This design comes from an exercise in tuning for small area and a short achievable clock period on the open sky130 flow, not from production work.
The RTL was checked by simulation tests, not by an equivalence proof against the original design.
Power figures rest on the tool's default switching activity, not on a simulated workload.

==> build 49 <==
==> flow/design.v (excerpt) <==
module fx_step_eval #(
    parameter LANES = 16
) (
    input  wire                 clk,
    input  wire [31*LANES-1:0]  ins,    
    input  wire [8*LANES-1:0]   opv,    
    input  wire [2*LANES-1:0]   pv,     
    output reg  [2*LANES-1:0]   res,
    output reg  [2*LANES-1:0]   rch,
    output reg  [LANES-1:0]     ill,
    output reg  [LANES-1:0]     stg,
    output reg  [7:0]           trg     
);
Settings: LEC_CHECK=0, CAP_MARGIN=20, CORE_AREA=5 5 375 85, DIE_AREA=0 0 380 90, PLACE_DENSITY=0.75, SLEW_MARGIN=20, SYNTH_HIERARCHICAL=1; clock period 8.0 ns.
standard.sh (not shown) runs the stock make flow with config.mk's settings and CLKGATE_MAP_FILE= SYNTH_SCRIPT=/design/flow/synth_recipe.tcl, a recipe that flattens the netlist after the stock synthesis.
==> flow/flow/run.sh <==
#!/bin/bash
# Standard synthesis, then every combinational cell set to its smallest size,
# then the standard layout with 1x buffers on the ports.
set -euo pipefail
RES=orfs/results/sky130hd/fx_step_eval/base
bash standard.sh synth > synth.log 2>&1
SYNTH_ODB=$RES/1_synth.odb openroad -no_init -exit flow/downsize.tcl > downsize.log 2>&1
bash standard.sh BUFFER_PORTS_ARGS="-buffer_cell sky130_fd_sc_hd__buf_1" finish > layout.log 2>&1
==> flow/flow/downsize.tcl <==
# Swap every combinational cell of the synthesized netlist for the smallest
# cell of its family (same function and pins, lowest drive strength), so that
# timing repair later upsizes only where the paths need it.
read_db $::env(SYNTH_ODB)
set db [ord::get_db]
set fam [dict create]
foreach lib [$db getLibs] {
  foreach m [$lib getMasters] {
    set n [$m getName]
    if {![regexp {^(sky130_fd_sc_hd__[a-z0-9]+)_([0-9]+)$} $n -> base drv]} continue
    if {[string match "*lpflow*" $n] || [string match "*probe*" $n]} continue
    set a [expr {[$m getWidth] * [$m getHeight]}]
    if {![dict exists $fam $base] || $a < [lindex [dict get $fam $base] 1]} {
      dict set fam $base [list $m $a]
    }
  }
}
set swapped 0
foreach inst [[[$db getChip] getBlock] getInsts] {
  set m [$inst getMaster]
  set n [$m getName]
  if {![regexp {^(sky130_fd_sc_hd__[a-z0-9]+)_([0-9]+)$} $n -> base drv]} continue
  if {[string match "*df*" $base] || [string match "*conb*" $base]} continue
  if {![dict exists $fam $base]} continue
  set nm [lindex [dict get $fam $base] 0]
  if {[$nm getName] ne $n} {
    $inst swapMaster $nm
    incr swapped
  }
}
puts "downsize: swapped $swapped cells"
write_db $::env(SYNTH_ODB)
==> inputs of build 23, as changes to build 49 <==
CORE_AREA = 5 5 265 265   (was 5 5 375 85)
DIE_AREA = 0 0 270 270   (was 0 0 380 90)
PLACE_DENSITY = default   (was 0.75)
==> summary of the runs <==
Build 23 went through all stages and came out clean. Build 49 finished with timing, DRC and antenna clean. Against build 49, the routed wire length of build 23 is larger by 21%. In build 23 the die area is larger than in build 49, by about 110%. Synthesized cell count is the same in build 49 and build 23. Between build 49 and build 23, the lower first-iteration DRC count is in build 23 (gap 9.6%, measured against build 23). Non-clock buffer count: build 49 is lower than build 23 (9). Sequential power is about the same in build 49 and build 23. Of build 49 and build 23, build 49 has the higher global-route usage (gap 16 points). Between build 23 and build 49, the lower design area is in build 49 (gap 3.2%, measured against build 49). Against build 23, the setup slack of build 49 is better by 170 ps. Of build 23 and build 49, build 23 has the higher combinational power (gap about 1%, measured against build 49). Clock power: build 23 is lower than build 49 (about 3%).
==> figures <==
quantity                                                      build 23     build 49
Post-Place Setup Slack                                         3510 ps      3670 ps
Final design utilization                                         0.300        0.669
Proportion of final cell area spent on non-clock buffers         0.121        0.122
Status                                no timing/DRC/antenna violations  no timing/DRC/antenna violations
Ratio of total power to cell area                         97.5 mW/mm^2  101 mW/mm^2
CP startpoint                                                 ins[429]     ins[305]
Placed cell area                                           0.0198 mm^2  0.0192 mm^2
Switching portion of total power                                 0.440        0.424
Source of the worst hold timing path                            ins[1]     ins[125]
Standard-cell rows                                                  95           29
Number of filler instances in the final layout                    7553         2777
Internal power consumption                                   0.00110 W    0.00113 W
Final period demand of the worst path                          4270 ps      4100 ps
Worst slack on hold paths                                      1380 ps      1380 ps
Max layer used                                                    met5         met4
Register share of the cell area                                  0.103        0.107
Fraction of the cycle the final worst path needs                 0.534        0.513
Length of routed met2 wiring                                  36600 um     31000 um
Combinational logic power                                   0.000933 W   0.000921 W
Critical path's largest stage delay                            1170 ps      1100 ps
Core Footprint                                             0.0672 mm^2  0.0292 mm^2
Die boundary height                                             270 um        90 um
Power share of the sequential group                              0.281        0.280

========
==> try-indigo <==
fx_step_eval, a different RTL version from the one above (not shown whole).
==> flow/config.mk <==
export PLATFORM = sky130hd
export DESIGN_NAME = fx_step_eval
export DESIGN_NICKNAME = fx_step_eval
export VERILOG_FILES = /design/flow/design.v
export SDC_FILE = /design/flow/constraint.sdc
export NUM_CORES = 4
export LEC_CHECK = 0
export CAP_MARGIN = 40
export CORE_AREA = 5 5 375 85
export DIE_AREA = 0 0 380 90
export PLACE_DENSITY = 0.75
export SLEW_MARGIN = 20
export SYNTH_HIERARCHICAL = 1
==> flow/constraint.sdc <==
create_clock -name core_clock -period 8.0 [get_ports {clk}]
set_input_delay 1.6000 -clock core_clock [delete_from_list [all_inputs] [get_ports {clk}]]
set_output_delay 1.6000 -clock core_clock [all_outputs]
set_load 0.01 [all_outputs]
Scripts as last shown in full above: flow/flow/run.sh, flow/flow/downsize.tcl
==> try-yarrow: changes against try-indigo <==
Settings changed: SETUP_SLACK_MARGIN set to 4.8, TNS_END_PERCENT set to 10.
==> reports/metrics.yaml <==
detailed_routing:
  viasPerCell: 6.38
pwr:
  clock_power_mw: 0.465
  vdd_drop_max_mv: 0.0890
  power_in_sequential_cells_mw: 0.554
outcome:
  run_status: "no timing/DRC/antenna violations"
sta:
  fmax_mhz: 278
finish:
  signal_buffers: 632
global_route:
  grt_usage: 0.385
-- figures above: try-indigo

==> reports/metrics.yaml <==
outcome:
  run_status: "no timing/DRC/antenna violations"
pwr:
  clock_power_mw: 0.466
  vdd_drop_max_mv: 0.0895
  p_sw_mw: 0.908
  power_in_sequential_cells_mw: 0.555
logic_synthesis:
  ys_warn_count: 7
sta:
  fmax_mhz: 309
detailed_routing:
  viasPerCell: 6.48
finish:
  signal_buffers: 657
global_route:
  grt_usage: 0.385
-- figures above: try-yarrow

==> what the ideal ports hide <==
Ports are ideal in the flow. The routed layouts listed here were re-timed in OpenROAD. Step 1 (the two cells are an assumption about what drives the block):
set clk [get_ports {clk}]
set_driving_cell -lib_cell sky130_fd_sc_hd__clkbuf_16 $clk
set_driving_cell -lib_cell sky130_fd_sc_hd__buf_2 [delete_from_list [all_inputs] $clk]
Step 2 also shifts input and output timing later by t, the mid clock arrival at the registers, as if the neighbouring blocks saw the same clock. Slacks: ideal ports / drivers / drivers and shift; pairs: ideal ports / drivers.
run	t, ns	setup slack, ns	worst setup path at the end	slew at the worst register clock pin (ns)	worst slew at a driven data input, ns
build 49	0.428	3.896 / 3.920 / 3.492	input to register	0.09 / 0.09	0.10
build 23	0.435	3.726 / 3.753 / 3.318	input to register	0.09 / 0.09	0.12
try-indigo	0.428	4.400 / 4.426 / 3.998	input to register	0.09 / 0.09	0.08
try-yarrow	0.428	4.767 / 4.787 / 4.359	input to register	0.09 / 0.09	0.08
After both steps setup and hold are still met in every run listed.
